From an optimization exercise on the open Yosys and OpenROAD flow, aimed at small area, a short achievable clock period and few clock cycles per item; shortcuts taken in it are not production practice.
No functional check of the RTL was part of any run shown here.

==> flow/flow/run.sh <==
#!/bin/bash
set -euo pipefail
MARGIN=${MARGIN:-8}
bash standard.sh SETUP_SLACK_MARGIN=$MARGIN finish > make_finish.log 2>&1
==> flow/standard.sh <==
#!/bin/bash
# synth_recipe.tcl (not shown) runs the flow's synth.tcl, then flattens the netlist and writes it again
# the make line also repeats each setting of config.mk as NAME=value (left out here)
make -C /OpenROAD-flow-scripts/flow DESIGN_CONFIG=/design/flow/config.mk WORK_HOME=/design/flow/orfs CLKGATE_MAP_FILE= SYNTH_SCRIPT=/design/flow/synth_recipe.tcl "${@:-finish}"
==> flow/config.mk <==
export PLATFORM = sky130hd
export DESIGN_NAME = kw_unwrap
export DESIGN_NICKNAME = kw_unwrap
export VERILOG_FILES = /design/flow/design.v
export SDC_FILE = /design/flow/constraint.sdc
export NUM_CORES = 8
export LEC_CHECK = 0
export CAP_MARGIN = 40
export CELL_PAD_IN_SITES_DETAIL_PLACEMENT = 1
export CELL_PAD_IN_SITES_GLOBAL_PLACEMENT = 2
export CORE_MARGIN = 2
export CORE_UTILIZATION = 30
export PLACE_DENSITY = 0.5
export SLEW_MARGIN = 40
export SYNTH_HIERARCHICAL = 1
==> flow/constraint.sdc <==
create_clock -name core_clock -period 12.0 [get_ports {clk}]
set_input_delay 2.4000 -clock core_clock [delete_from_list [all_inputs] [get_ports {clk}]]
set_output_delay 2.4000 -clock core_clock [all_outputs]
set_load 0.01 [all_outputs]
==> flow/design.v <==
module gx2 (input wire a, input wire b, output wire y);
    assign y = a ^ b;
endmodule
module gxn2 (input wire a, input wire b, output wire y);
    assign y = ~(a ^ b);
endmodule
module kw_unwrap (
    input  wire         clk,
    input  wire         rst,
    input  wire         req_valid,
    output wire         req_ready,
    input  wire         req_kek,
    input  wire         req_long,
    input  wire [319:0] req_data,
    output wire         resp_valid,
    input  wire         resp_ready,
    output wire [255:0] resp_key,
    output wire         resp_ok
);
    localparam [63:0] IV = 64'hA6A6_A6A6_A6A6_A6A6;
    localparam [1:0] G_RUN   = 2'd0,
                     G_KEXP  = 2'd1,
                     G_KDONE = 2'd2;
    reg  [1:0]   gst;
    reg          ph;         
    reg  [3:0]   m;          
    reg          kph;        
    reg  [5:0]   kidx;       
    reg          k_rot;      
    reg          k_id;       
    reg  [7:0]   k_rcon;     
    reg  [255:0] kwin;       
    reg  [255:0] klast;      
    reg  [71:0]  ks;         
    reg  [127:0] sa;         
    reg  [287:0] sb;         
    reg          v_q, kek_q, long_q;
    reg          rdy;        
    reg  [63:0]  x1 [0:1];
    reg  [63:0]  x2 [0:1];
    reg  [63:0]  x3 [0:1];
    reg  [63:0]  x4 [0:1];
    reg  [4:0]   tc [0:1];   
    reg          lng  [0:1];
    reg          run  [0:1];   
    reg          park [0:1];   
    reg          okc  [0:1];
    reg          old;        
    reg  [127:0] sbuf;
    reg          sok;
    reg          sv;         
    reg          spre;       
    reg  [255:0] out_key;
    reg          out_ok, out_pend, out_valid;
    reg          out_free;   
    wire [127:0] rk   = kwin[255:128];
    wire [127:0] rk14 = klast[127:0];
    wire         grun = (gst == G_RUN);
    wire         cb   = ~ph;                  
    wire         bnd  = (m == 4'd0);          
    function [7:0] rcon_of(input [2:0] i);
        case (i)
            3'd1:    rcon_of = 8'h01;
            3'd2:    rcon_of = 8'h02;
            3'd3:    rcon_of = 8'h04;
            3'd4:    rcon_of = 8'h08;
            3'd5:    rcon_of = 8'h10;
            3'd6:    rcon_of = 8'h20;
            3'd7:    rcon_of = 8'h40;
            default: rcon_of = 8'h00;
        endcase
    endfunction
    wire [31:0] kw0 = kwin[255:224], kw1 = kwin[223:192], kw2 = kwin[191:160], kw3 = kwin[159:128];
    wire [31:0] kw4 = kwin[127:96],  kw5 = kwin[95:64],   kw6 = kwin[63:32],   kw7 = kwin[31:0];
    wire        kfwd   = (gst == G_KEXP);
    wire [71:0] ks_next;
    wire [31:0] sub_out;
    genvar g;
    generate
        for (g = 0; g < 4; g = g + 1) begin : g_ksbox
            if (1) begin : u_a    
                wire [7:0] a = kw3[8*g +: 8];
                wire [17:0] p;
                wire n1;
                gx2 u1 (.a(a[1]), .b(a[6]), .y(n1));
                wire n2;
                gx2 u2 (.a(a[4]), .b(a[7]), .y(n2));
                wire n3;
                gx2 u3 (.a(a[2]), .b(a[3]), .y(n3));
                wire n4;
                gx2 u4 (.a(a[5]), .b(a[7]), .y(n4));
                wire n5;
                gx2 u5 (.a(a[0]), .b(a[2]), .y(n5));
                wire n6;
                gx2 u6 (.a(n1), .b(n2), .y(n6));
                wire n7;
                gx2 u7 (.a(a[6]), .b(n2), .y(n7));
                wire n8;
                gx2 u8 (.a(a[4]), .b(a[5]), .y(n8));
                wire n9;
                gx2 u9 (.a(a[7]), .b(n1), .y(n9));
                wire n10;
                gx2 u10 (.a(a[0]), .b(a[5]), .y(n10));
                wire n11;
                gx2 u11 (.a(a[1]), .b(n5), .y(n11));
                wire n12;
                gx2 u12 (.a(n3), .b(n4), .y(n12));
                wire n13;
                gx2 u13 (.a(n1), .b(n8), .y(n13));
                wire n14;
                gx2 u14 (.a(a[3]), .b(n1), .y(n14));
                wire n15;
                gx2 u15 (.a(n4), .b(n11), .y(n15));
                wire n16;
                gx2 u16 (.a(a[5]), .b(n2), .y(n16));
                wire n17;
                gx2 u17 (.a(a[3]), .b(n9), .y(n17));
                wire n18;
                gx2 u18 (.a(a[3]), .b(n6), .y(n18));
                wire n19;
                gx2 u19 (.a(n3), .b(n13), .y(n19));
                wire n20;
                gx2 u20 (.a(a[5]), .b(n11), .y(n20));
                wire n21;
                gx2 u21 (.a(a[5]), .b(n14), .y(n21));
                wire n22;
                gx2 u22 (.a(a[1]), .b(n3), .y(n22));
                wire n23;
                gx2 u23 (.a(n3), .b(n6), .y(n23));
                wire n24;
                gx2 u24 (.a(n5), .b(n9), .y(n24));
                wire n25;
                gx2 u25 (.a(n3), .b(n10), .y(n25));
                wire n26;
                gx2 u26 (.a(n3), .b(n7), .y(n26));
                wire n27;
                gx2 u27 (.a(a[4]), .b(n14), .y(n27));
                wire n28;
                gx2 u28 (.a(a[2]), .b(a[5]), .y(n28));
                wire n29;
                gx2 u29 (.a(n7), .b(n25), .y(n29));
                wire n30;
                gx2 u30 (.a(n1), .b(n12), .y(n30));
                wire n31;
                gx2 u31 (.a(a[4]), .b(n11), .y(n31));
                wire n32;
                gx2 u32 (.a(a[1]), .b(n4), .y(n32));
                wire n33;
                gx2 u33 (.a(a[3]), .b(n10), .y(n33));
                wire n34 = n17 & n21;
                wire n35 = n28 & n27;
                wire n36 = n30 & n8;
                wire n37 = a[3] & n18;
                wire n38 = n10 & n29;
                wire n39 = n33 & n20;
                wire n40 = n9 & n16;
                wire n41 = n5 & n15;
                wire n42 = n24 & n31;
                wire n43;
                gx2 u43 (.a(n38), .b(n39), .y(n43));
                wire n44;
                gx2 u44 (.a(n37), .b(n38), .y(n44));
                wire n45;
                gx2 u45 (.a(n36), .b(n44), .y(n45));
                wire n46;
                gx2 u46 (.a(n35), .b(n6), .y(n46));
                wire n47;
                gx2 u47 (.a(n41), .b(n42), .y(n47));
                wire n48;
                gx2 u48 (.a(n40), .b(n44), .y(n48));
                wire n49;
                gx2 u49 (.a(n36), .b(n26), .y(n49));
                wire n50;
                gx2 u50 (.a(a[1]), .b(n47), .y(n50));
                wire n51;
                gx2 u51 (.a(n34), .b(n49), .y(n51));
                wire n52;
                gx2 u52 (.a(n43), .b(n51), .y(n52));
                wire n53;
                gx2 u53 (.a(n41), .b(n12), .y(n53));
                wire n54;
                gx2 u54 (.a(n43), .b(n50), .y(n54));
                wire n55;
                gx2 u55 (.a(n45), .b(n46), .y(n55));
                wire n56;
                gx2 u56 (.a(n48), .b(n53), .y(n56));
                reg [3:0] e;
                always @(*) begin
                    case ({n54, n56, n52, n55})
                        4'd0: e = 4'd0;
                        4'd1: e = 4'd1;
                        4'd2: e = 4'd3;
                        4'd3: e = 4'd2;
                        4'd4: e = 4'd15;
                        4'd5: e = 4'd12;
                        4'd6: e = 4'd9;
                        4'd7: e = 4'd11;
                        4'd8: e = 4'd10;
                        4'd9: e = 4'd6;
                        4'd10: e = 4'd8;
                        4'd11: e = 4'd7;
                        4'd12: e = 4'd5;
                        4'd13: e = 4'd14;
                        4'd14: e = 4'd13;
                        4'd15: e = 4'd4;
                        default: e = 4'd0;
                    endcase
                end
                wire n57;
                gx2 u57 (.a(e[2]), .b(e[3]), .y(n57));
                wire n58;
                gx2 u58 (.a(e[0]), .b(e[1]), .y(n58));
                wire n59;
                gx2 u59 (.a(n57), .b(n58), .y(n59));
                wire n60;
                gx2 u60 (.a(e[1]), .b(e[3]), .y(n60));
                wire n61;
                gx2 u61 (.a(e[0]), .b(e[2]), .y(n61));
                wire n62 = n4 & e[3];
                wire n63 = n19 & e[2];
                wire n64 = n23 & n57;
                wire n65 = n6 & e[1];
                wire n66 = n26 & e[0];
                wire n67 = n22 & n58;
                wire n68 = n13 & n60;
                wire n69 = n32 & n61;
                wire n70 = n7 & n59;
                wire n71 = n21 & e[3];
                wire n72 = n27 & e[2];
                wire n73 = n8 & n57;
                wire n74 = n18 & e[1];
                wire n75 = n29 & e[0];
                wire n76 = n20 & n58;
                wire n77 = n16 & n60;
                wire n78 = n15 & n61;
                wire n79 = n31 & n59;
                assign p[0] = n62;
                assign p[1] = n63;
                assign p[2] = n64;
                assign p[3] = n65;
                assign p[4] = n66;
                assign p[5] = n67;
                assign p[6] = n68;
                assign p[7] = n69;
                assign p[8] = n70;
                assign p[9] = n71;
                assign p[10] = n72;
                assign p[11] = n73;
                assign p[12] = n74;
                assign p[13] = n75;
                assign p[14] = n76;
                assign p[15] = n77;
                assign p[16] = n78;
                assign p[17] = n79;
                assign ks_next[18*g +: 18] = p;
            end
            if (1) begin : u_b    
                wire [17:0] p = ks[18*g +: 18];
                wire [7:0] y;
                wire m1;
                gx2 u80 (.a(p[1]), .b(p[8]), .y(m1));
                wire m2;
                gx2 u81 (.a(p[0]), .b(m1), .y(m2));
                wire m3;
                gx2 u82 (.a(p[12]), .b(p[13]), .y(m3));
                wire m4;
                gx2 u83 (.a(p[10]), .b(p[11]), .y(m4));
                wire m5;
                gx2 u84 (.a(p[6]), .b(m2), .y(m5));
                wire m6;
                gx2 u85 (.a(p[15]), .b(p[17]), .y(m6));
                wire m7;
                gx2 u86 (.a(p[3]), .b(p[4]), .y(m7));
                wire m8;
                gx2 u87 (.a(p[16]), .b(m3), .y(m8));
                wire m9;
                gx2 u88 (.a(m3), .b(m4), .y(m9));
                wire m10;
                gx2 u89 (.a(p[14]), .b(m6), .y(m10));
                wire m11;
                gx2 u90 (.a(p[9]), .b(p[10]), .y(m11));
                wire m12;
                gx2 u91 (.a(p[2]), .b(p[3]), .y(m12));
                wire m32 = ~(m5 ^ m9);
                wire m14;
                gx2 u93 (.a(p[1]), .b(p[2]), .y(m14));
                wire m15;
                gx2 u94 (.a(m8), .b(m14), .y(m15));
                wire m16;
                gx2 u95 (.a(p[17]), .b(m11), .y(m16));
                wire m17;
                gx2 u96 (.a(p[7]), .b(m12), .y(m17));
                wire m18;
                gx2 u97 (.a(p[15]), .b(m7), .y(m18));
                wire m19;
                gx2 u98 (.a(m2), .b(m7), .y(m19));
                wire m20 = m6 ^ m11;
                wire m33 = ~(m8 ^ m16);
                wire m22;
                gx2 u101 (.a(p[12]), .b(m10), .y(m22));
                wire m34 = ~(m5 ^ m22);
                wire m24;
                gx2 u103 (.a(m1), .b(m17), .y(m24));
                wire m25;
                gx2 u104 (.a(p[13]), .b(m4), .y(m25));
                wire m35 = ~(p[5] ^ m24);
                wire m27;
                gx2 u106 (.a(p[7]), .b(m9), .y(m27));
                wire m28;
                gx2 u107 (.a(m10), .b(m25), .y(m28));
                wire m29 = m5 ^ m28;
                wire m30 = m15 ^ m18;
                wire m31 = m19 ^ m27;
                assign y[0] = m32;
                assign y[1] = m33;
                assign y[2] = m20;
                assign y[3] = m31;
                assign y[4] = m29;
                assign y[5] = m34;
                assign y[6] = m35;
                assign y[7] = m30;
                assign sub_out[8*g +: 8] = y;
            end
        end
    endgenerate
    wire [31:0]  sub_rot   = k_rot ? {sub_out[23:0], sub_out[31:24]} : sub_out;
    wire [31:0]  k_g       = k_id ? kw3 : (sub_rot ^ {k_rcon, 24'h0});
    wire [31:0]  k_new     = kw4 ^ k_g;
    wire [255:0] kfwd_next = {kwin[223:128], k_new, kwin[95:0], kw0};
    wire [255:0] kbwd_next = {k_new, kw5 ^ kw4, kw6 ^ kw5, kw7 ^ kw6, kwin[255:128]};
    wire [287:0] sb_next;
    generate
        for (g = 0; g < 16; g = g + 1) begin : g_sta
            localparam integer ROW = g % 4;
            localparam integer COL = g / 4;
            localparam integer SRC = ROW + 4 * ((COL + 4 - ROW) % 4);
            if (1) begin : u_a    
                wire [7:0] a = sa[127-8*SRC -: 8];
                wire [17:0] p;
                wire n1;
                gx2 u1 (.a(a[1]), .b(a[2]), .y(n1));
                wire n2;
                gx2 u2 (.a(a[0]), .b(a[5]), .y(n2));
                wire n3;
                gx2 u3 (.a(a[7]), .b(n1), .y(n3));
                wire n4;
                gx2 u4 (.a(a[4]), .b(a[6]), .y(n4));
                wire n5;
                gx2 u5 (.a(a[0]), .b(a[3]), .y(n5));
                wire n6;
                gx2 u6 (.a(a[3]), .b(a[5]), .y(n6));
                wire n7;
                gx2 u7 (.a(a[0]), .b(a[4]), .y(n7));
                wire n8;
                gx2 u8 (.a(n2), .b(n4), .y(n8));
                wire n9;
                gx2 u9 (.a(a[4]), .b(n6), .y(n9));
                wire n10;
                gx2 u10 (.a(a[6]), .b(n5), .y(n10));
                wire n11;
                gx2 u11 (.a(a[2]), .b(a[5]), .y(n11));
                wire n12;
                gx2 u12 (.a(a[0]), .b(a[7]), .y(n12));
                wire n13;
                gx2 u13 (.a(n3), .b(n8), .y(n13));
                wire n14;
                gx2 u14 (.a(n1), .b(n2), .y(n14));
                wire n15;
                gx2 u15 (.a(a[4]), .b(n2), .y(n15));
                wire n16;
                gx2 u16 (.a(n3), .b(n15), .y(n16));
                wire n36;
                gxn2 u17 (.a(a[1]), .b(n2), .y(n36));
                wire n18;
                gx2 u18 (.a(a[3]), .b(n4), .y(n18));
                wire n19;
                gx2 u19 (.a(a[6]), .b(n6), .y(n19));
                wire n20;
                gx2 u20 (.a(n1), .b(n7), .y(n20));
                wire n21;
                gx2 u21 (.a(a[6]), .b(n14), .y(n21));
                wire n42;
                gxn2 u22 (.a(n3), .b(n10), .y(n42));
                wire n23;
                gx2 u23 (.a(a[1]), .b(n12), .y(n23));
                wire n24;
                gx2 u24 (.a(n4), .b(n12), .y(n24));
                wire n25;
                gx2 u25 (.a(a[1]), .b(n7), .y(n25));
                wire n26;
                gx2 u26 (.a(a[7]), .b(n11), .y(n26));
                wire n27;
                gx2 u27 (.a(a[6]), .b(n3), .y(n27));
                wire n28;
                gx2 u28 (.a(n1), .b(n5), .y(n28));
                wire n29;
                gx2 u29 (.a(a[1]), .b(n9), .y(n29));
                wire n30;
                gx2 u30 (.a(a[6]), .b(n26), .y(n30));
                wire n31;
                gx2 u31 (.a(n3), .b(n18), .y(n31));
                wire n32;
                gx2 u32 (.a(a[1]), .b(n4), .y(n32));
                wire n38;
                gxn2 u33 (.a(a[4]), .b(n11), .y(n38));
                wire n34 = ~n7;
                wire n35 = ~n1;
                wire n37 = ~a[1];
                wire n39 = ~n14;
                wire n40 = ~n16;
                wire n41 = ~n9;
                wire n43 = ~n5;
                wire n44 = ~n8;
                wire n45 = ~n9;
                wire n46 = ~n16;
                wire n47 = ~a[6];
                wire n48 = n20 & n24;
                wire n49 = n34 & n31;
                wire n50 = n35 & n28;
                wire n51 = n36 & n32;
                wire n52 = n37 & n29;
                wire n53 = n2 & n19;
                wire n54 = n38 & n23;
                wire n55 = n25 & n30;
                wire n56 = n39 & n21;
                wire n57;
                gx2 u43 (.a(n52), .b(n55), .y(n57));
                wire n58;
                gx2 u44 (.a(n50), .b(n52), .y(n58));
                wire n59;
                gx2 u45 (.a(n53), .b(n13), .y(n59));
                wire n60;
                gx2 u46 (.a(n51), .b(n54), .y(n60));
                wire n61;
                gx2 u47 (.a(n53), .b(n10), .y(n61));
                wire n62;
                gx2 u48 (.a(n41), .b(n60), .y(n62));
                wire n63;
                gx2 u49 (.a(n48), .b(n59), .y(n63));
                wire n64;
                gx2 u50 (.a(n58), .b(n63), .y(n64));
                wire n65;
                gx2 u51 (.a(n51), .b(n40), .y(n65));
                wire n66;
                gx2 u52 (.a(n56), .b(n61), .y(n66));
                wire n67;
                gx2 u53 (.a(n57), .b(n66), .y(n67));
                wire n68;
                gx2 u54 (.a(n49), .b(n65), .y(n68));
                wire n69;
                gx2 u55 (.a(n57), .b(n62), .y(n69));
                wire n70;
                gx2 u56 (.a(n58), .b(n68), .y(n70));
                reg [3:0] e;
                always @(*) begin
                    case ({n67, n69, n64, n70})
                        4'd0: e = 4'd0;
                        4'd1: e = 4'd1;
                        4'd2: e = 4'd3;
                        4'd3: e = 4'd2;
                        4'd4: e = 4'd15;
                        4'd5: e = 4'd12;
                        4'd6: e = 4'd9;
                        4'd7: e = 4'd11;
                        4'd8: e = 4'd10;
                        4'd9: e = 4'd6;
                        4'd10: e = 4'd8;
                        4'd11: e = 4'd7;
                        4'd12: e = 4'd5;
                        4'd13: e = 4'd14;
                        4'd14: e = 4'd13;
                        4'd15: e = 4'd4;
                        default: e = 4'd0;
                    endcase
                end
                wire n71;
                gx2 u57 (.a(e[2]), .b(e[3]), .y(n71));
                wire n72;
                gx2 u58 (.a(e[0]), .b(e[1]), .y(n72));
                wire n73;
                gx2 u59 (.a(n71), .b(n72), .y(n73));
                wire n74;
                gx2 u60 (.a(e[1]), .b(e[3]), .y(n74));
                wire n75;
                gx2 u61 (.a(e[0]), .b(e[2]), .y(n75));
                wire n76 = n27 & e[3];
                wire n77 = n42 & e[2];
                wire n78 = n43 & n71;
                wire n79 = n44 & e[1];
                wire n80 = n45 & e[0];
                wire n81 = n10 & n72;
                wire n82 = n46 & n74;
                wire n83 = n13 & n75;
                wire n84 = n47 & n73;
                wire n85 = n24 & e[3];
                wire n86 = n31 & e[2];
                wire n87 = n28 & n71;
                wire n88 = n32 & e[1];
                wire n89 = n29 & e[0];
                wire n90 = n19 & n72;
                wire n91 = n23 & n74;
                wire n92 = n30 & n75;
                wire n93 = n21 & n73;
                assign p[0] = n76;
                assign p[1] = n77;
                assign p[2] = n78;
                assign p[3] = n79;
                assign p[4] = n80;
                assign p[5] = n81;
                assign p[6] = n82;
                assign p[7] = n83;
                assign p[8] = n84;
                assign p[9] = n85;
                assign p[10] = n86;
                assign p[11] = n87;
                assign p[12] = n88;
                assign p[13] = n89;
                assign p[14] = n90;
                assign p[15] = n91;
                assign p[16] = n92;
                assign p[17] = n93;
                assign sb_next[287-18*g -: 18] = p;
            end
        end
    endgenerate
    wire [127:0] ark;
    wire [127:0] imc;
    generate
        for (g = 0; g < 16; g = g + 1) begin : g_stb
            if (1) begin : u_b    
                wire [17:0] p = sb[287-18*g -: 18];
                wire [7:0] k = rk[127-8*g -: 8];
                wire [7:0] y;
                wire m1;
                gx2 u80 (.a(p[9]), .b(p[11]), .y(m1));
                wire m2;
                gx2 u81 (.a(p[0]), .b(p[2]), .y(m2));
                wire m3;
                gx2 u82 (.a(p[12]), .b(p[15]), .y(m3));
                wire m4;
                gx2 u83 (.a(m1), .b(m2), .y(m4));
                wire m5;
                gx2 u84 (.a(p[14]), .b(m4), .y(m5));
                wire m6;
                gx2 u85 (.a(p[13]), .b(m3), .y(m6));
                wire m7;
                gx2 u86 (.a(p[7]), .b(p[8]), .y(m7));
                wire m8;
                gx2 u87 (.a(p[1]), .b(p[3]), .y(m8));
                wire m9;
                gx2 u88 (.a(p[17]), .b(m6), .y(m9));
                wire m10;
                gx2 u89 (.a(p[4]), .b(p[16]), .y(m10));
                wire m11;
                gx2 u90 (.a(p[4]), .b(k[7]), .y(m11));
                wire m12;
                gx2 u91 (.a(p[6]), .b(p[8]), .y(m12));
                wire m13;
                gx2 u92 (.a(p[10]), .b(m2), .y(m13));
                wire m14;
                gx2 u93 (.a(m7), .b(m13), .y(m14));
                wire m15;
                gx2 u94 (.a(m10), .b(m12), .y(m15));
                wire m16;
                gx2 u95 (.a(m6), .b(m8), .y(m16));
                wire m17;
                gx2 u96 (.a(p[5]), .b(k[1]), .y(m17));
                wire m18;
                gx2 u97 (.a(p[5]), .b(m11), .y(m18));
                wire m19;
                gx2 u98 (.a(p[13]), .b(m7), .y(m19));
                wire m20;
                gx2 u99 (.a(p[2]), .b(m10), .y(m20));
                wire m21;
                gx2 u100 (.a(p[13]), .b(m18), .y(m21));
                wire m22;
                gx2 u101 (.a(k[6]), .b(m20), .y(m22));
                wire m23 = m16 ^ m22;
                wire m24;
                gx2 u103 (.a(p[16]), .b(k[0]), .y(m24));
                wire m25;
                gx2 u104 (.a(p[3]), .b(k[4]), .y(m25));
                wire m26;
                gx2 u105 (.a(m3), .b(m25), .y(m26));
                wire m27;
                gx2 u106 (.a(k[2]), .b(m7), .y(m27));
                wire m28;
                gx2 u107 (.a(p[15]), .b(m24), .y(m28));
                wire m29;
                gx2 u108 (.a(p[0]), .b(m17), .y(m29));
                wire m30;
                gx2 u109 (.a(k[5]), .b(m19), .y(m30));
                wire m31;
                gx2 u110 (.a(m15), .b(m26), .y(m31));
                wire m32;
                gx2 u111 (.a(k[3]), .b(m1), .y(m32));
                wire m33;
                gx2 u112 (.a(m4), .b(m27), .y(m33));
                wire m34 = m5 ^ m21;
                wire m35 = m5 ^ m31;
                wire m36 = m9 ^ m32;
                wire m37 = m9 ^ m33;
                wire m38 = m5 ^ m30;
                wire m39 = m8 ^ m29;
                wire m40;
                gx2 u119 (.a(p[11]), .b(m28), .y(m40));
                wire m41 = m14 ^ m40;
                assign y[0] = m41;
                assign y[1] = m39;
                assign y[2] = m37;
                assign y[3] = m36;
                assign y[4] = m35;
                assign y[5] = m38;
                assign y[6] = m23;
                assign y[7] = m34;
                assign ark[127-8*g -: 8] = y;
            end
        end
        for (g = 0; g < 4; g = g + 1) begin : g_imc
            if (1) begin : u_imc    
                wire [31:0] a = ark[127-32*g -: 32];
                wire [31:0] y;
                wire v0;
                gx2 u1 (.a(a[5]), .b(a[21]), .y(v0));
                wire v1;
                gx2 u2 (.a(a[13]), .b(a[29]), .y(v1));
                wire v2;
                gx2 u3 (.a(a[6]), .b(a[22]), .y(v2));
                wire v3;
                gx2 u4 (.a(a[14]), .b(a[30]), .y(v3));
                wire v4;
                gx2 u5 (.a(v0), .b(v1), .y(v4));
                wire v5;
                gx2 u6 (.a(a[7]), .b(v2), .y(v5));
                wire v6;
                gx2 u7 (.a(a[23]), .b(v3), .y(v6));
                wire v7;
                gx2 u8 (.a(a[3]), .b(a[31]), .y(v7));
                wire v8;
                gx2 u9 (.a(a[15]), .b(a[19]), .y(v8));
                wire v9;
                gx2 u10 (.a(a[25]), .b(v4), .y(v9));
                wire v10;
                gx2 u11 (.a(a[1]), .b(a[17]), .y(v10));
                wire v11;
                gx2 u12 (.a(a[8]), .b(a[24]), .y(v11));
                wire v12;
                gx2 u13 (.a(a[9]), .b(v9), .y(v12));
                wire v13;
                gx2 u14 (.a(a[12]), .b(a[28]), .y(v13));
                wire v14;
                gx2 u15 (.a(a[4]), .b(a[20]), .y(v14));
                wire v15;
                gx2 u16 (.a(a[0]), .b(a[16]), .y(v15));
                wire v16;
                gx2 u17 (.a(a[10]), .b(a[26]), .y(v16));
                wire v17;
                gx2 u18 (.a(a[2]), .b(a[18]), .y(v17));
                wire v18;
                gx2 u19 (.a(a[11]), .b(a[27]), .y(v18));
                wire v19;
                gx2 u20 (.a(v7), .b(v8), .y(v19));
                wire v20;
                gx2 u21 (.a(v6), .b(v17), .y(v20));
                wire v21;
                gx2 u22 (.a(a[7]), .b(v14), .y(v21));
                wire v22;
                gx2 u23 (.a(v2), .b(v16), .y(v22));
                wire v23;
                gx2 u24 (.a(a[23]), .b(v13), .y(v23));
                wire v24;
                gx2 u25 (.a(v5), .b(v18), .y(v24));
                wire v25;
                gx2 u26 (.a(a[7]), .b(v3), .y(v25));
                wire v26;
                gx2 u27 (.a(v3), .b(v22), .y(v26));
                wire v27;
                gx2 u28 (.a(v4), .b(v11), .y(v27));
                wire v28;
                gx2 u29 (.a(a[15]), .b(a[31]), .y(v28));
                wire v29;
                gx2 u30 (.a(a[30]), .b(v23), .y(v29));
                wire v30;
                gx2 u31 (.a(v8), .b(v10), .y(v30));
                wire v31;
                gx2 u32 (.a(a[2]), .b(v15), .y(v31));
                wire v32;
                gx2 u33 (.a(a[5]), .b(v19), .y(v32));
                wire v33;
                gx2 u34 (.a(a[21]), .b(v19), .y(v33));
                wire v34;
                gx2 u35 (.a(a[22]), .b(v21), .y(v34));
                wire v35;
                gx2 u36 (.a(v7), .b(v10), .y(v35));
                wire v36;
                gx2 u37 (.a(a[18]), .b(v15), .y(v36));
                wire v37;
                gx2 u38 (.a(a[23]), .b(v2), .y(v37));
                wire v38;
                gx2 u39 (.a(v26), .b(v28), .y(v38));
                wire v39;
                gx2 u40 (.a(v1), .b(v17), .y(v39));
                wire v40;
                gx2 u41 (.a(v5), .b(v20), .y(v40));
                wire v41;
                gx2 u42 (.a(a[13]), .b(v24), .y(v41));
                wire v42;
                gx2 u43 (.a(v27), .b(v37), .y(v42));
                wire v43;
                gx2 u44 (.a(a[15]), .b(a[24]), .y(v43));
                wire v44;
                gx2 u45 (.a(v6), .b(v18), .y(v44));
                wire v45;
                gx2 u46 (.a(v0), .b(v28), .y(v45));
                wire v46;
                gx2 u47 (.a(a[26]), .b(v11), .y(v46));
                wire v47;
                gx2 u48 (.a(a[6]), .b(v21), .y(v47));
                wire v48;
                gx2 u49 (.a(v0), .b(v16), .y(v48));
                wire v49;
                gx2 u50 (.a(a[0]), .b(a[31]), .y(v49));
                wire v50;
                gx2 u51 (.a(v4), .b(v15), .y(v50));
                wire v51;
                gx2 u52 (.a(v26), .b(v39), .y(v51));
                wire v52;
                gx2 u53 (.a(a[14]), .b(v23), .y(v52));
                wire v53;
                gx2 u54 (.a(a[29]), .b(v24), .y(v53));
                wire v54;
                gx2 u55 (.a(a[10]), .b(v11), .y(v54));
                wire v55;
                gx2 u56 (.a(a[31]), .b(v1), .y(v55));
                wire v56;
                gx2 u57 (.a(a[3]), .b(a[11]), .y(v56));
                wire v57;
                gx2 u58 (.a(a[13]), .b(v33), .y(v57));
                wire v58;
                gx2 u59 (.a(v6), .b(v31), .y(v58));
                wire v59;
                gx2 u60 (.a(v6), .b(v50), .y(v59));
                wire v60;
                gx2 u61 (.a(v14), .b(v30), .y(v60));
                wire v61;
                gx2 u62 (.a(v1), .b(v34), .y(v61));
                wire v62;
                gx2 u63 (.a(a[15]), .b(v29), .y(v62));
                wire v63;
                gx2 u64 (.a(a[31]), .b(v5), .y(v63));
                wire v64;
                gx2 u65 (.a(a[14]), .b(v45), .y(v64));
                wire v65;
                gx2 u66 (.a(a[17]), .b(v31), .y(v65));
                wire v66;
                gx2 u67 (.a(a[4]), .b(a[12]), .y(v66));
                wire v67;
                gx2 u68 (.a(a[11]), .b(v16), .y(v67));
                wire v68;
                gx2 u69 (.a(a[19]), .b(a[27]), .y(v68));
                wire v69;
                gx2 u70 (.a(v43), .b(v50), .y(v69));
                wire v70;
                gx2 u71 (.a(a[8]), .b(a[31]), .y(v70));
                wire v71;
                gx2 u72 (.a(a[16]), .b(v37), .y(v71));
                wire v72;
                gx2 u73 (.a(a[10]), .b(v24), .y(v72));
                wire v73;
                gx2 u74 (.a(a[1]), .b(a[8]), .y(v73));
                wire v74 = v61 ^ v62;
                wire v75;
                gx2 u76 (.a(v32), .b(v34), .y(v75));
                wire v76;
                gx2 u77 (.a(a[6]), .b(v45), .y(v76));
                wire v77;
                gx2 u78 (.a(v5), .b(v10), .y(v77));
                wire v78;
                gx2 u79 (.a(v14), .b(v29), .y(v78));
                wire v79;
                gx2 u80 (.a(v25), .b(v46), .y(v79));
                wire v80;
                gx2 u81 (.a(v18), .b(v31), .y(v80));
                wire v81;
                gx2 u82 (.a(a[17]), .b(v6), .y(v81));
                wire v82;
                gx2 u83 (.a(a[16]), .b(v27), .y(v82));
                wire v83;
                gx2 u84 (.a(v35), .b(v67), .y(v83));
                wire v84;
                gx2 u85 (.a(v13), .b(v64), .y(v84));
                wire v85;
                gx2 u86 (.a(v8), .b(v56), .y(v85));
                wire v86 = v25 ^ v69;
                wire v87;
                gx2 u88 (.a(v10), .b(v71), .y(v87));
                wire v88;
                gx2 u89 (.a(a[4]), .b(a[28]), .y(v88));
                wire v89;
                gx2 u90 (.a(v44), .b(v47), .y(v89));
                wire v90;
                gx2 u91 (.a(a[4]), .b(v13), .y(v90));
                wire v91 = v59 ^ v70;
                wire v92;
                gx2 u93 (.a(v48), .b(v66), .y(v92));
                wire v93;
                gx2 u94 (.a(a[1]), .b(v36), .y(v93));
                wire v94;
                gx2 u95 (.a(v35), .b(v36), .y(v94));
                wire v95;
                gx2 u96 (.a(v9), .b(v77), .y(v95));
                wire v96;
                gx2 u97 (.a(a[8]), .b(v49), .y(v96));
                wire v97;
                gx2 u98 (.a(a[15]), .b(v73), .y(v97));
                wire v98;
                gx2 u99 (.a(v52), .b(v55), .y(v98));
                wire v99;
                gx2 u100 (.a(v25), .b(v90), .y(v99));
                wire v100;
                gx2 u101 (.a(a[28]), .b(v14), .y(v100));
                wire v101;
                gx2 u102 (.a(a[17]), .b(v54), .y(v101));
                wire v102;
                gx2 u103 (.a(v36), .b(v85), .y(v102));
                wire v103 = v76 ^ v78;
                wire v104;
                gx2 u105 (.a(a[1]), .b(a[9]), .y(v104));
                wire v105;
                gx2 u106 (.a(v27), .b(v94), .y(v105));
                wire v106;
                gx2 u107 (.a(v33), .b(v88), .y(v106));
                wire v107;
                gx2 u108 (.a(a[16]), .b(v97), .y(v107));
                wire v108;
                gx2 u109 (.a(a[23]), .b(a[27]), .y(v108));
                wire v109;
                gx2 u110 (.a(v29), .b(v32), .y(v109));
                wire v110;
                gx2 u111 (.a(v46), .b(v104), .y(v110));
                wire v111;
                gx2 u112 (.a(a[12]), .b(v108), .y(v111));
                wire v112;
                gx2 u113 (.a(v5), .b(v100), .y(v112));
                wire v113;
                gx2 u114 (.a(v25), .b(v107), .y(v113));
                wire v114;
                gx2 u115 (.a(v20), .b(v92), .y(v114));
                wire v115;
                gx2 u116 (.a(a[0]), .b(a[15]), .y(v115));
                wire v116;
                gx2 u117 (.a(a[9]), .b(v65), .y(v116));
                wire v117;
                gx2 u118 (.a(a[29]), .b(v44), .y(v117));
                wire v118;
                gx2 u119 (.a(a[26]), .b(v30), .y(v118));
                wire v119;
                gx2 u120 (.a(a[25]), .b(v93), .y(v119));
                wire v120 = v40 ^ v110;
                wire v121;
                gx2 u122 (.a(v33), .b(v52), .y(v121));
                wire v122;
                gx2 u123 (.a(a[9]), .b(v4), .y(v122));
                wire v123;
                gx2 u124 (.a(a[20]), .b(a[28]), .y(v123));
                wire v124;
                gx2 u125 (.a(a[11]), .b(v17), .y(v124));
                wire v125 = v72 ^ v105;
                wire v126 = v53 ^ v114;
                wire v127 = v42 ^ v115;
                wire v128 = v41 ^ v109;
                wire v129 = v47 ^ v98;
                wire v130;
                gx2 u131 (.a(v79), .b(v102), .y(v130));
                wire v131;
                gx2 u132 (.a(a[24]), .b(v49), .y(v131));
                wire v132 = v57 ^ v89;
                wire v133;
                gx2 u134 (.a(a[20]), .b(a[27]), .y(v133));
                wire v134;
                gx2 u135 (.a(v81), .b(v131), .y(v134));
                wire v135;
                gx2 u136 (.a(v22), .b(v111), .y(v135));
                wire v136 = v12 ^ v130;
                wire v137;
                gx2 u138 (.a(a[12]), .b(a[20]), .y(v137));
                wire v138 = v53 ^ v121;
                wire v139 = v34 ^ v84;
                wire v140 = v63 ^ v82;
                wire v141 = v38 ^ v119;
                wire v142 = v75 ^ v117;
                wire v143;
                gx2 u144 (.a(v32), .b(v137), .y(v143));
                wire v144;
                gx2 u145 (.a(v83), .b(v112), .y(v144));
                wire v145;
                gx2 u146 (.a(v60), .b(v135), .y(v145));
                wire v146 = v38 ^ v116;
                wire v147 = v12 ^ v144;
                wire v148;
                gx2 u149 (.a(v30), .b(v124), .y(v148));
                wire v149 = v12 ^ v134;
                wire v150 = v51 ^ v143;
                wire v151;
                gx2 u152 (.a(v99), .b(v148), .y(v151));
                wire v152 = v51 ^ v106;
                wire v153;
                gx2 u154 (.a(v43), .b(v122), .y(v153));
                wire v154 = v12 ^ v151;
                wire v155;
                gx2 u156 (.a(a[25]), .b(v101), .y(v155));
                wire v156;
                gx2 u157 (.a(v7), .b(v68), .y(v156));
                wire v157;
                gx2 u158 (.a(v80), .b(v118), .y(v157));
                wire v158;
                gx2 u159 (.a(v13), .b(v133), .y(v158));
                wire v159 = v12 ^ v145;
                wire v160;
                gx2 u161 (.a(v54), .b(v156), .y(v160));
                wire v161;
                gx2 u162 (.a(v58), .b(v160), .y(v161));
                wire v162;
                gx2 u163 (.a(v48), .b(v123), .y(v162));
                wire v163 = v95 ^ v96;
                wire v164 = v87 ^ v153;
                wire v165;
                gx2 u166 (.a(v20), .b(v162), .y(v165));
                wire v166 = v12 ^ v113;
                wire v167 = v40 ^ v155;
                wire v168 = v41 ^ v165;
                wire v169 = v12 ^ v161;
                wire v170;
                gx2 u171 (.a(v35), .b(v158), .y(v170));
                wire v171 = v42 ^ v157;
                wire v172;
                gx2 u173 (.a(v20), .b(v170), .y(v172));
                wire v173 = v12 ^ v172;
                assign y[0] = v140;
                assign y[1] = v149;
                assign y[2] = v141;
                assign y[3] = v171;
                assign y[4] = v173;
                assign y[5] = v152;
                assign y[6] = v142;
                assign y[7] = v103;
                assign y[8] = v86;
                assign y[9] = v163;
                assign y[10] = v120;
                assign y[11] = v169;
                assign y[12] = v147;
                assign y[13] = v126;
                assign y[14] = v128;
                assign y[15] = v129;
                assign y[16] = v127;
                assign y[17] = v166;
                assign y[18] = v146;
                assign y[19] = v125;
                assign y[20] = v154;
                assign y[21] = v150;
                assign y[22] = v132;
                assign y[23] = v139;
                assign y[24] = v91;
                assign y[25] = v164;
                assign y[26] = v167;
                assign y[27] = v136;
                assign y[28] = v159;
                assign y[29] = v168;
                assign y[30] = v138;
                assign y[31] = v74;
                assign imc[127-32*g -: 32] = y;
            end
        end
    endgenerate
    wire [63:0] b_hi = ark[127:64];
    wire [63:0] b_lo = ark[63:0];
    wire        b_ok = (b_hi == IV);
    wire        bnd_b      = grun && bnd;     
    wire        run_b      = run[cb];
    wire        last_b     = (tc[cb] == 5'd1);
    wire        s_first    = sv && !spre;     
    wire        sout       = s_first && out_free;
    wire        fin_direct = bnd_b && run_b && last_b && (old == cb) && out_free && !s_first;
    wire        sfill      = bnd_b && run_b && last_b && !fin_direct && !lng[cb] && !sv;
    wire        fin_park   = bnd_b && run_b && last_b && !fin_direct && !sfill;
    wire        cont       = bnd_b && run_b && !last_b;
    wire        unpark0    = park[0] && !old && out_free && !s_first;
    wire        unpark1    = park[1] &&  old && out_free && !s_first;
    wire        acc        = rdy && !kek_q && req_valid;
    wire        kek_acc    = rdy &&  kek_q && req_valid;
    wire        acc_d      = rdy && !kek_q;
    wire        kek_d      = rdy &&  kek_q;
    wire        has_o      = cb ? (run[0] || park[0]) : (run[1] || park[1]);
    wire [63:0]  head      = lng[cb] ? x1[cb] : x3[cb];
    wire [4:0]   t_nx      = tc[cb] - 5'd1;
    wire [4:0]   t_first   = long_q ? 5'd24 : 5'd12;
    wire [63:0]  c_n       = long_q ? req_data[63:0] : req_data[191:128];
    wire [127:0] blk_raw   = cont ? {b_hi ^ {59'd0, t_nx}, head}
                                  : {req_data[319:256] ^ {59'd0, t_first}, c_n};
    reg  [1:0]  gst_n;
    reg         ph_n, kph_n;
    reg  [3:0]  m_n;
    reg  [5:0]  kidx_n;
    reg         run_n [0:1];
    reg         park_n [0:1];
    reg  [4:0]  tc_n [0:1];
    reg         old_n, sv_n, spre_n;
    integer     c;
    always @(*) begin
        gst_n  = gst;
        ph_n   = ph;
        m_n    = m;
        kph_n  = kph;
        kidx_n = kidx;
        case (gst)
            G_RUN: begin
                if (kek_acc) begin
                    gst_n  = G_KEXP;
                    kph_n  = 1'b0;
                    kidx_n = 6'd8;
                end else begin
                    ph_n = ~ph;
                    if (!ph)
                        m_n = bnd ? 4'd13 : m - 4'd1;
                end
            end
            G_KEXP: begin
                kph_n = ~kph;
                if (kph) begin
                    kidx_n = kidx + 6'd1;
                    if (kidx == 6'd59)
                        gst_n = G_KDONE;
                end
            end
            default: begin
                gst_n = G_RUN;
                ph_n  = 1'b1;
                m_n   = 4'd0;
            end
        endcase
        for (c = 0; c < 2; c = c + 1) begin
            run_n[c]  = run[c];
            park_n[c] = park[c];
            tc_n[c]   = tc[c];
            if (cb == c) begin
                if (acc) begin
                    run_n[c] = 1'b1;
                    tc_n[c]  = t_first;
                end else if (bnd_b && run_b && last_b) begin
                    run_n[c] = 1'b0;
                end
                if (cont)
                    tc_n[c] = t_nx;
                if (fin_park)
                    park_n[c] = 1'b1;
            end
        end
        if (unpark0) park_n[0] = 1'b0;
        if (unpark1) park_n[1] = 1'b0;
        old_n = old;
        if (acc && !has_o)
            old_n = cb;
        else if (fin_direct)
            old_n = ~cb;
        else if (unpark0)
            old_n = 1'b1;
        else if (unpark1)
            old_n = 1'b0;
        else if (sfill && old == cb)
            old_n = ~cb;
        sv_n   = sv;
        spre_n = spre;
        if (sfill) begin
            sv_n   = 1'b1;
            spre_n = (old != cb);
        end else if (sout) begin
            sv_n   = 1'b0;
        end
        if (fin_direct || unpark0 || unpark1)
            spre_n = 1'b0;
        if (rst)
            sv_n = 1'b0;
        if (rst) begin
            gst_n     = G_RUN;
            ph_n      = 1'b1;
            m_n       = 4'd0;
            run_n[0]  = 1'b0;
            run_n[1]  = 1'b0;
            park_n[0] = 1'b0;
            park_n[1] = 1'b0;
        end
    end
    wire out_pend_n  = !rst && (fin_direct || unpark0 || unpark1 || sout);
    wire out_valid_n = !rst && (out_pend || (out_valid && !resp_ready));
    wire out_free_n  = !(out_pend_n || out_pend || out_valid);
    wire v_q_n       = !rst && req_valid && !rdy;
    wire cb_n     = ~ph_n;
    wire grun_n   = (gst_n == G_RUN);
    wire bnd_n    = grun_n && (m_n == 4'd0);
    wire old_is_n = (old_n == cb_n) && !(sv_n && !spre_n);
    wire last_n   = bnd_n && run_n[cb_n] && (tc_n[cb_n] == 5'd1);
    wire free_n   = (!run_n[cb_n] && (!park_n[cb_n] || (old_is_n && out_free_n))) ||
                    (last_n && ((old_is_n && out_free_n) || (!lng[cb_n] && !sv_n)));
    wire rdy_n    = !rst && v_q_n && grun_n &&
                    (req_kek ? (!run_n[0] && !park_n[0] && !run_n[1] && !park_n[1])
                             : (bnd_n && free_n));
    always @(posedge clk) begin
        gst      <= gst_n;
        ph       <= ph_n;
        m        <= m_n;
        kph      <= kph_n;
        kidx     <= kidx_n;
        run[0]   <= run_n[0];
        run[1]   <= run_n[1];
        park[0]  <= park_n[0];
        park[1]  <= park_n[1];
        tc[0]    <= tc_n[0];
        tc[1]    <= tc_n[1];
        old      <= old_n;
        sv       <= sv_n;
        spre     <= spre_n;
        out_pend  <= out_pend_n;
        out_valid <= out_valid_n;
        out_free  <= out_free_n;
        v_q      <= v_q_n;
        kek_q    <= req_kek;
        long_q   <= req_long;
        rdy      <= rdy_n;
    end
    always @(posedge clk) begin
        ks <= ks_next;
        if (kek_d)
            kwin <= {req_data[127:0], req_data[255:128]};
        else if (kfwd && kph)
            kwin <= kfwd_next;
        else if (grun && !ph)
            kwin <= bnd ? klast : kbwd_next;
        if (gst == G_KDONE)
            klast <= {kwin[127:0], kwin[255:128]};
        if (kek_d) begin
            k_rot  <= 1'b1;
            k_id   <= 1'b0;
            k_rcon <= 8'h01;
        end else if (kfwd) begin
            if (kph) begin
                k_rot  <= (kidx_n[2:0] == 3'd0);
                k_id   <= (kidx_n[1:0] != 2'd0);
                k_rcon <= (kidx_n[2:0] == 3'd0) ? rcon_of(kidx_n[5:3]) : 8'h00;
            end
        end else if (!grun || !ph) begin
            k_rot  <= m_n[0];
            k_id   <= 1'b0;
            k_rcon <= m_n[0] ? rcon_of(m_n[3:1] + 3'd1) : 8'h00;
        end
    end
    always @(posedge clk) begin
        sb <= sb_next;
        if (!bnd)
            sa <= imc;
        else
            sa <= blk_raw ^ rk14;
    end
    always @(posedge clk) begin
        if (sfill) begin
            sbuf <= {b_lo, x3[cb]};
            sok  <= b_ok;
        end
    end
    generate
        for (g = 0; g < 2; g = g + 1) begin : g_ctx
            wire here = (cb == g);
            always @(posedge clk) begin
                if (here && cont) begin
                    x3[g] <= b_lo;
                    if (lng[g]) begin
                        x1[g] <= x2[g];
                        x2[g] <= x3[g];
                    end
                end else if (here && acc_d) begin
                    lng[g] <= long_q;
                    x1[g]  <= long_q ? req_data[127:64] : 64'd0;
                    x2[g]  <= long_q ? req_data[191:128] : 64'd0;
                    x3[g]  <= req_data[255:192];
                end
                if (here && fin_park) begin
                    x4[g]  <= b_lo;
                    okc[g] <= b_ok;
                end
            end
        end
    endgenerate
    always @(posedge clk) begin
        if (fin_direct) begin
            out_key <= {b_lo, x3[cb], x2[cb], x1[cb]};
            out_ok  <= b_ok;
        end else if (unpark0) begin
            out_key <= {x4[0], x3[0], x2[0], x1[0]};
            out_ok  <= okc[0];
        end else if (unpark1) begin
            out_key <= {x4[1], x3[1], x2[1], x1[1]};
            out_ok  <= okc[1];
        end else if (sout) begin
            out_key <= {sbuf, 128'd0};
            out_ok  <= sok;
        end else if (out_pend && !out_ok) begin
            out_key <= 256'd0;
        end
    end
    assign req_ready  = rdy;
    assign resp_valid = out_valid;
    assign resp_ok    = out_ok;
    assign resp_key   = out_key;
endmodule
==> flow_summary.yaml, run 1 <==
sta:
  period_needed_ps: 4100
  setup_viol: 0
  setup-tns-final_ps: 0
  slew_viol_final: 0
  hold_violations: 0
  clock-skew-final_ps: 94.0
  max_freq_ghz: 0.244
  rsz0062_at_grt: "true"
  fin_crit_sh_pct: 34.2
  slew_headroom_pct: 26.7
  worst-slew-pin-transition_ps: 1070
  whs_ps: 448
cts:
  cts.sinks: 1948
  cts_tree: "done"
  clkTransAtPathRegs_ps: 70
  cts_buffers: 243
  htree_levels: 4
  cts_buffer_depth: 4
  root_buffer: "clkbuf_16"
  cts-hold-fix-buffers: 0
  clkLatencyLatePin_ps: 1010
hold_path:
  hold_class: "flip-flop to flip-flop"
  holdPathStages: 1
cells_and_area:
  layout_common_cells: "1,988 x xor2_1, 1,415 x edfxtp_1, 1,263 x nand2_1, 884 x a21oi_1, 672 x o21ai_0"
  instances_no_fill: 16200
  final_nets: 11700
  layout_commonest_cell: "xor2_1"
  area_growth_pct: 26.9
  fillCellCount: 38600
  drive_gt1_share_pct: 18.0
setup_path:
  crit_arrival_ps: 1700
  path_max_fanout: 1
  crit_buf_inv: 1
  crit_type: "flip-flop to primary output"
  worstSetupPathDepth: 1
  slowest_delay_ps: 500
  crit_chain: "buf_2"
  cp-start-kind: "flip-flop"
  critPathTopFamily: "flip-flops"
  cp_data_required_time_ps: 9600
  ff2ff_path_depth: 12
  slowest_stage: "edfxtp_1"
  worstSetupEndpointType: "primary output"
synthesis:
  yosys_warnings: 19
  yosysUniqueCellTypes: 64
  synth-edff-count: 1415
  async_flop_share_pct: 0
  synth-seq-cells: 1948
  synth.cell_area_um2: 108000
  syn_inst: 10400
  avgSynthCellArea_um2: 10.4
  yosysSeqAreaShare_pct: 49.4
  synthFlopType: "edfxtp_1"
  synth_nets: 10800
grt:
  grt_max_degree: 137
  grt_pass1_vias: 86100
  grt_overflow_total: 0
  grt_first_pass_wirelength_um: 781000
  grt_usage_pct: 31.4
  antenna_found_initial: 68
floorplan:
  coreArea_um2: 356000
  io_pins: 585
  die_area_um2: 364000
  num_rows: 219
  die_w_um: 603
  die_h_um: 603
  start_util_pct: 30.2
placement:
  gp_congestion: 0.926
  place_hpwl_um: 446000
  dp.cells: 15500
  io_buffer_count: 584
routing:
  wirelength_um: 591000
  drt-vias-per-instance: 5.19
  wl_per_cell_um: 36.4
  vias: 84400
  ant_nets: 0
  post-route-drc-count: 0
  drt-pass1-iter-count: 9
  dr.first_iter.drc_count: 8162
job:
  cap_violations: 0
outcome:
  status: "no timing/DRC/antenna violations"
-- routing by layer --
layer	routed length (um)	GRT usage (%)
met3	28400	3.77
met2	285000	53.1
met1	248000	40.4
met5	76	0
met4	30000	13.2
-- final timing paths --
path,startpoint,end,slack [ps]
worst max register to register,sb[144]$_DFF_P_,sa[73]$_DFF_P_,8010
worst min-delay path,out_valid$_DFF_P_,out_free$_DFF_P_,450
worst max-delay path,out_key[75]$_DFFE_PP_,resp_key[75],7900
worst min register to register,out_valid$_DFF_P_,out_free$_DFF_P_,450
-- Yosys stat by module (local to each module, per instance) --
module	cells	cell area, um^2	flip-flops and latches
gx2	1	8.76	0
kw_unwrap	8140	88100	1948
gxn2	1	8.76	0
-- synth_stat cells, drive strengths merged, types with 128 or more instances --
| cell type | instances | area share [%] |
|---|---|---|
| a21oi | 897 | 4.2 |
| inv | 198 | 0.69 |
| xor2 | 2406 | 20 |
| clkbuf | 395 | 1.4 |
| xnor2 | 389 | 3.2 |
| dfxtp | 533 | 9.9 |
| o21ai | 713 | 3.3 |
| mux2i | 209 | 1.9 |
| a211oi | 163 | 1.1 |
| and2 | 417 | 2.4 |
| nor2b | 135 | 0.78 |
| nor2 | 520 | 1.8 |
| nand2 | 1266 | 4.4 |
| a222oi | 128 | 1.2 |
| edfxtp | 1415 | 39 |
-- flip-flops by register name (all words and copies together), names as in the netlist, 4 cells and up --
| signal | count |
|---|---|
| sb | 288 |
| kidx | 6 |
| tc | 10 |
| out_key | 256 |
| klast | 256 |
| ks | 72 |
| kwin | 256 |
| x4 | 128 |
| sbuf | 128 |
| x1 | 128 |
| m | 4 |
| sa | 128 |
| x2 | 128 |
| k_rcon | 7 |
| x3 | 128 |
-- timing repair --
action | in CTS | in global routing
gates cloned | 10 | 6
setup buffers | 118 | 152
pin swaps | 63 | 138
gates resized for setup | 1645 | 440
setup endpoints to repair | 1783 | 693
-- final cells by class --
type | count | area, um^2 | area share [%]
multi-input combinational | 7728 | 57900 | 42.4
sequential | 1948 | 53300 | 39.1
timing repair buffer | 1126 | 10200 | 7.43
clock buffer | 327 | 6870 | 5.03
tap | 4751 | 5940 | 4.35
clock inverter | 130 | 1410 | 1.04
inverter | 198 | 845 | 0.618
antenna | 39 | 97.6 | 0.0714
-- logic make-up (layout without fill, tap and decap cells) --
| family | after synthesis | count (layout) | share of synthesized area, % |
|---|---|---|---|
| compound gates | 2088 | 2089 | 11.2 |
| xor+xnor | 2795 | 2795 | 22.7 |
| fa+ha+maj | 84 | 84 | 0.977 |
| buf+inv | 696 | 1781 | 2.50 |
| flops | 1948 | 1948 | 49.4 |
| mux | 316 | 316 | 3.13 |
| other cells | 0 | 39 | 0 |
| simple gates | 2441 | 2444 | 10.0 |
-- metrics by stage --
step,worst slack [ps],cell area (um^2),utilization [%]
detailed placement,6480,120000,33.8
finish,7900,137000,38.3
floorplan,4360,108000,-
CTS,7820,132000,37.1
global placement,6480,120000,33.6
global route,7860,137000,38.3
==> run 2: changes to the inputs <==
--- a/flow/config.mk
+++ b/flow/config.mk
@@ -12,2 +12,4 @@
 export CORE_UTILIZATION = 30
+export CTS_CLUSTER_DIAMETER = 100
+export CTS_CLUSTER_SIZE = 30
 export PLACE_DENSITY = 0.5
==> flow_summary.yaml, run 2 <==
sta:
  period_needed_ps: 4050
  setup-tns-final_ps: 0
  fin_crit_sh_pct: 33.8
  clock-skew-final_ps: 72.3
  rsz0062_at_grt: "true"
  max_freq_ghz: 0.247
  setup_viol: 0
  whs_ps: 463
  slew_headroom_pct: 26.0
  slew_viol_final: 0
  worst-slew-pin-transition_ps: 1080
  hold_violations: 0
cells_and_area:
  largest-register: "sb"
  layout_common_cells: "1,996 x xor2_1, 1,415 x edfxtp_1, 1,263 x nand2_1, 882 x a21oi_1, 672 x o21ai_0"
  instances_no_fill: 16000
  layout_commonest_cell: "xor2_1"
  largest_reg_flops: 288
  final_nets: 11600
  drive_gt1_share_pct: 16.8
  area_growth_pct: 23.8
grt:
  grt_usage_pct: 31.1
  grt_first_pass_wirelength_um: 773000
  antenna_found_initial: 71
  grt_max_degree: 137
  grt_pass1_vias: 84500
  grt_overflow_total: 0
synthesis:
  syn_inst: 10400
  synth_nets: 10800
  synthFlopType: "edfxtp_1"
  synth_common_cells: "2,406 x xor2_1, 1,415 x edfxtp_1, 1,266 x nand2_1, 897 x a21oi_1, 711 x o21ai_0"
  synth.top_cell.area_share_pct: 39.5
  yosys_warnings: 19
  async_flop_share_pct: 0
  synth-seq-cells: 1948
  synth_most_common_cell: "xor2_1"
  yosys.area.top_type: "edfxtp_1"
  synth-edff-count: 1415
  synth.cell_area_um2: 108000
  synth_top_cells_by_area: "edfxtp_1 39%, xor2_1 20%, dfxtp_1 9.9%"
  yosysUniqueCellTypes: 64
  avgSynthCellArea_um2: 10.4
  yosysSeqAreaShare_pct: 49.4
cts:
  cts_buffer_depth: 4
  cts.sinks: 1948
  cts_tree: "done"
  clkTransAtPathRegs_ps: 130
  root_buffer: "clkbuf_16"
  cts_buffers: 134
  clkLatencyLatePin_ps: 920
  htree_levels: 4
routing:
  drt-pass1-iter-count: 8
  wl_per_cell_um: 36.5
  wirelength_um: 586000
  drt-vias-per-instance: 5.21
  ant_nets: 0
  dr.first_iter.drc_count: 7890
  vias: 83600
  post-route-drc-count: 0
floorplan:
  die_h_um: 603
  io_pins: 585
  num_rows: 219
  coreArea_um2: 356000
  start_util_pct: 30.2
  die_area_um2: 364000
  die_w_um: 603
setup_path:
  cp-start-kind: "flip-flop"
  slowest_stage: "edfxtp_1"
  slowest_delay_ps: 540
  path_max_fanout: 1
  crit_arrival_ps: 1650
  crit_buf_inv: 1
  crit_type: "flip-flop to primary output"
  cp_data_required_time_ps: 9600
  worstSetupEndpointType: "primary output"
  critPathTopFamily: "flip-flops"
  crit_chain: "buf_6"
outcome:
  status: "no timing/DRC/antenna violations"
placement:
  dp.cells: 15500
  gp_congestion: 0.926
  io_buffer_count: 584
  place_hpwl_um: 446000
hold_path:
  hold_class: "flip-flop to flip-flop"
job:
  cap_violations: 0
## run 2: layout make-up
type / instances / area, um^2
antenna: 30 / 75.1
timing repair buffer: 1141 / 10500
clock inverter: 93 / 1250
sequential: 1948 / 53400
clock buffer: 141 / 3470
fill: 38700 / 223000
multi-input combinational: 7727 / 57800
tap: 4751 / 5940
inverter: 198 / 860
## run 2: stage by stage
step                      utilization (%)  setup slack, ps  area [um^2]
after floorplan                         -             4360       108000
after global placement               33.6             6480       120000
after detailed placement             33.8             6480       120000
after CTS                            36.2             7900       129000
after global routing                 37.4             7890       133000
final                                37.4             7950       133000
## run 2: what timing repair did
item / 4_1_cts / 5_1_grt
setup endpoints to repair: 1834 / 571
hold buffers: 0 / 0
cloned: 8 / 5
pin swaps: 72 / 133
setup buffers: 114 / 173
gates resized for setup: 1511 / 440
## run 2: final timing paths
kind	start	slack [ps]	cells after the start	endpoint
min reg2reg	out_pend$_DFF_P_	460	1	out_free$_DFF_P_
max reg2reg	kwin[247]$_DFFE_PP_	8000	11	out_ok$_DFFE_PP_
min	out_pend$_DFF_P_	460	1	out_free$_DFF_P_
max	out_key[6]$_DFFE_PP_	7950	1	resp_key[6]
## run 2: per-module statistics from Yosys, one instance, submodules excluded
module / times used / cells inside
kw_unwrap: 1 / 8140
gxn2: 48 / 1
gx2: 2180 / 1
## run 2: metal layers
metal	global-route usage, %	routed length (um)
met1	40.3	246000
met2	53.3	285000
met3	3.17	27800
met4	11.8	27000
met5	0	142
## run 2: cells by family after synthesis
| logic type | Yosys count | share of synthesized area, % |
|---|---|---|
| xor+xnor | 2795 | 22.7 |
| simple gates | 2441 | 10.0 |
| compound gates | 2088 | 11.2 |
| flops | 1948 | 49.4 |
| buf+inv | 696 | 2.50 |
| mux | 316 | 3.13 |
| fa+ha+maj | 84 | 0.977 |
==> run 3: changes to the inputs <==
--- a/flow/config.mk
+++ b/flow/config.mk
@@ -12,4 +12,4 @@
 export CORE_UTILIZATION = 30
-export CTS_CLUSTER_DIAMETER = 100
-export CTS_CLUSTER_SIZE = 30
+export CTS_CLUSTER_DIAMETER = 80
+export CTS_CLUSTER_SIZE = 22
 export PLACE_DENSITY = 0.5
==> flow_summary.yaml, run 3 <==
synthesis:
  synth_nets: 10800
  async_flop_share_pct: 0
  synth_most_common_cell: "xor2_1"
  synthFlopType: "edfxtp_1"
  synth.cell_area_um2: 108000
  syn_inst: 10400
  avgSynthCellArea_um2: 10.4
  synth_common_cells: "2,406 x xor2_1, 1,415 x edfxtp_1, 1,266 x nand2_1, 897 x a21oi_1, 711 x o21ai_0"
  synth-edff-count: 1415
  synth-seq-cells: 1948
  yosys_warnings: 19
  yosysUniqueCellTypes: 64
  yosysSeqAreaShare_pct: 49.4
  synth.top_cell.area_share_pct: 39.5
  synth_top_cells_by_area: "edfxtp_1 39%, xor2_1 20%, dfxtp_1 9.9%"
  yosys.area.top_type: "edfxtp_1"
routing:
  wirelength_um: 587000
  vias: 83600
  wl_per_cell_um: 36.5
  drt-pass1-iter-count: 9
  drt-vias-per-instance: 5.20
  dr.first_iter.drc_count: 7747
  ant_nets: 0
  post-route-drc-count: 0
grt:
  grt_overflow_total: 0
  grt_first_pass_wirelength_um: 776000
  grt_usage_pct: 31.2
  antenna_found_initial: 72
  grt_max_degree: 136
  grt_pass1_vias: 85000
placement:
  io_buffer_count: 584
  place_hpwl_um: 446000
  gp_congestion: 0.926
  preCtsSetupSlack_ps: 6480
setup_path:
  crit_arrival_ps: 1670
  ff2ff_setup_slack_ps: 7970
  critPathTopFamily: "flip-flops"
  slowest_stage: "edfxtp_1"
  worstSetupEndpointType: "primary output"
  cp_data_required_time_ps: 9600
  crit_buf_inv: 1
  crit_type: "flip-flop to primary output"
  crit_chain: "buf_6"
  path_max_fanout: 1
  slowest_delay_ps: 530
  cp-start-kind: "flip-flop"
cells_and_area:
  largest-register: "sb"
  area_growth_pct: 24.5
  drive_gt1_share_pct: 17.2
  final_nets: 11600
  layout_commonest_cell: "xor2_1"
  final_core_util_pct: 37.6
  layout_common_cells: "1,994 x xor2_1, 1,415 x edfxtp_1, 1,263 x nand2_1, 884 x a21oi_1, 672 x o21ai_0"
  largest_reg_flops: 288
floorplan:
  die_w_um: 603
  coreArea_um2: 356000
  die_h_um: 603
  die_area_um2: 364000
  start_util_pct: 30.2
  num_rows: 219
  io_pins: 585
sta:
  period_needed_ps: 4070
  fin_ws_ps: 7930
  fin_crit_sh_pct: 33.9
  rsz0062_at_grt: "true"
  slew_headroom_pct: 24.2
  setup-tns-final_ps: 0
  hold_violations: 0
  max_freq_ghz: 0.246
  setup_viol: 0
  worst-slew-pin-transition_ps: 1110
  clock-skew-final_ps: 75.2
  slew_viol_final: 0
cts:
  cts_tree: "done"
  clkTransAtPathRegs_ps: 90
  cts-hold-fix-buffers: 0
  htree_levels: 4
  cts_buffer_depth: 4
  root_buffer: "clkbuf_16"
  cts.sinks: 1948
  clkLatencyLatePin_ps: 950
  cts_buffers: 163
hold_path:
  hold_class: "flip-flop to flip-flop"
job:
  cap_violations: 0
outcome:
  status: "no timing/DRC/antenna violations"
-- run 3: cell types whose count changed in the layout (fill, tap and decap cells not counted), moves of 11 or more --
| cell | change |
|---|---|
| clkbuf_16 | +30 |
| buf_4 | -15 |
| buf_2 | +41 |
| clkdlybuf4s15_1 | -16 |
| clkdlybuf4s15_2 | -25 |
| inv_12 | -11 |
-- run 3: cell families after synthesis --
| logic type | after synthesis | synth area share [%] |
|---|---|---|
| XOR/XNOR | 2795 | 22.7 |
| AND/OR/NAND/NOR | 2441 | 10.0 |
| AO/OA/AOI/OAI | 2088 | 11.2 |
| flip-flops | 1948 | 49.4 |
| buffers and inverters | 696 | 2.50 |
| multiplexers | 316 | 3.13 |
| adder cells (fa/ha/maj) | 84 | 0.977 |
-- run 3: cell type report --
type / count / area [um^2]
flip-flops and latches: 1948 / 53400
clock inverters: 115 / 1390
repair buffers: 1128 / 10200
diodes: 35 / 87.6
well taps: 4751 / 5940
multi-input cells: 7727 / 57800
clock buffers: 178 / 4280
fillers: 38700 / 223000
inverters: 198 / 841
-- run 3: worst paths after layout --
path                             start                to  cells after the start
setup / recovery  out_key[7]$_DFFE_PP_       resp_key[7]                      1
hold reg to reg       out_pend$_DFF_P_  out_free$_DFF_P_                      1
setup reg to reg   kwin[247]$_DFFE_PP_  out_ok$_DFFE_PP_                     11
hold / removal        out_pend$_DFF_P_  out_free$_DFF_P_                      1
-- run 3: stage by stage --
stage,std cells,area [um^2],hold slack (ps)
after floorplan,10400,108000,424
after global placement,15500,120000,432
after detailed placement,15500,120000,438
after CTS,15900,130000,462
after global routing,16000,134000,474
final,16100,134000,458
-- run 3: per-module statistics from Yosys, one instance, submodules excluded --
module	flops+latches	times used	cells	area, um^2
gxn2	0	48	1	8.76
kw_unwrap	1948	1	8140	88100
gx2	0	2180	1	8.76
-- run 3: layer usage --
metal / global-route usage [%] / part of all wire [%]
met5: 0 / 0.023
met4: 13.6 / 5.2
met3: 3.65 / 4.8
met2: 52.6 / 48
met1: 40.2 / 42
-- run 3: what timing repair did --
item / 4_1_cts / 5_1_grt
pin swaps: 68 / 138
setup buffers: 113 / 159
gates cloned: 9 / 5
gates resized for setup: 1597 / 432
hold endpoints to repair: 0 / 0
setup endpoints to repair: 1811 / 536

## what the ideal ports hide
How much do the figures lean on ideal ports? The routed layouts below were timed once more, with nothing changed but the port constraints. Step 1 (the two cells are an assumption about what drives the block):
set clk [get_ports {clk}]
set_driving_cell -lib_cell sky130_fd_sc_hd__clkbuf_16 $clk
set_driving_cell -lib_cell sky130_fd_sc_hd__buf_2 [delete_from_list [all_inputs] $clk]
Step 2 adds t to the input delays and takes it off the output delays; t is the mean of the earliest and latest rising clock arrival at the registers after step 1. Input paths then give back, and output paths get back, about the clock's delay inside the block. a / b / c = ideal / step 1 / step 2; a / b = the first two.
run	t, ns	setup slack, ns	slew at the worst register clock pin (ns)
run 1	1.069	7.897 / 7.786 / 7.033	0.07 / 0.07
run 2	0.996	7.950 / 7.841 / 7.156	0.13 / 0.13
run 3	1.022	7.929 / 7.817 / 7.168	0.10 / 0.10
After both steps setup and hold are still met in every run listed. The setup slack of run 1, which loses most, moves by -0.111 ns with the drivers and by -0.864 ns with both steps.
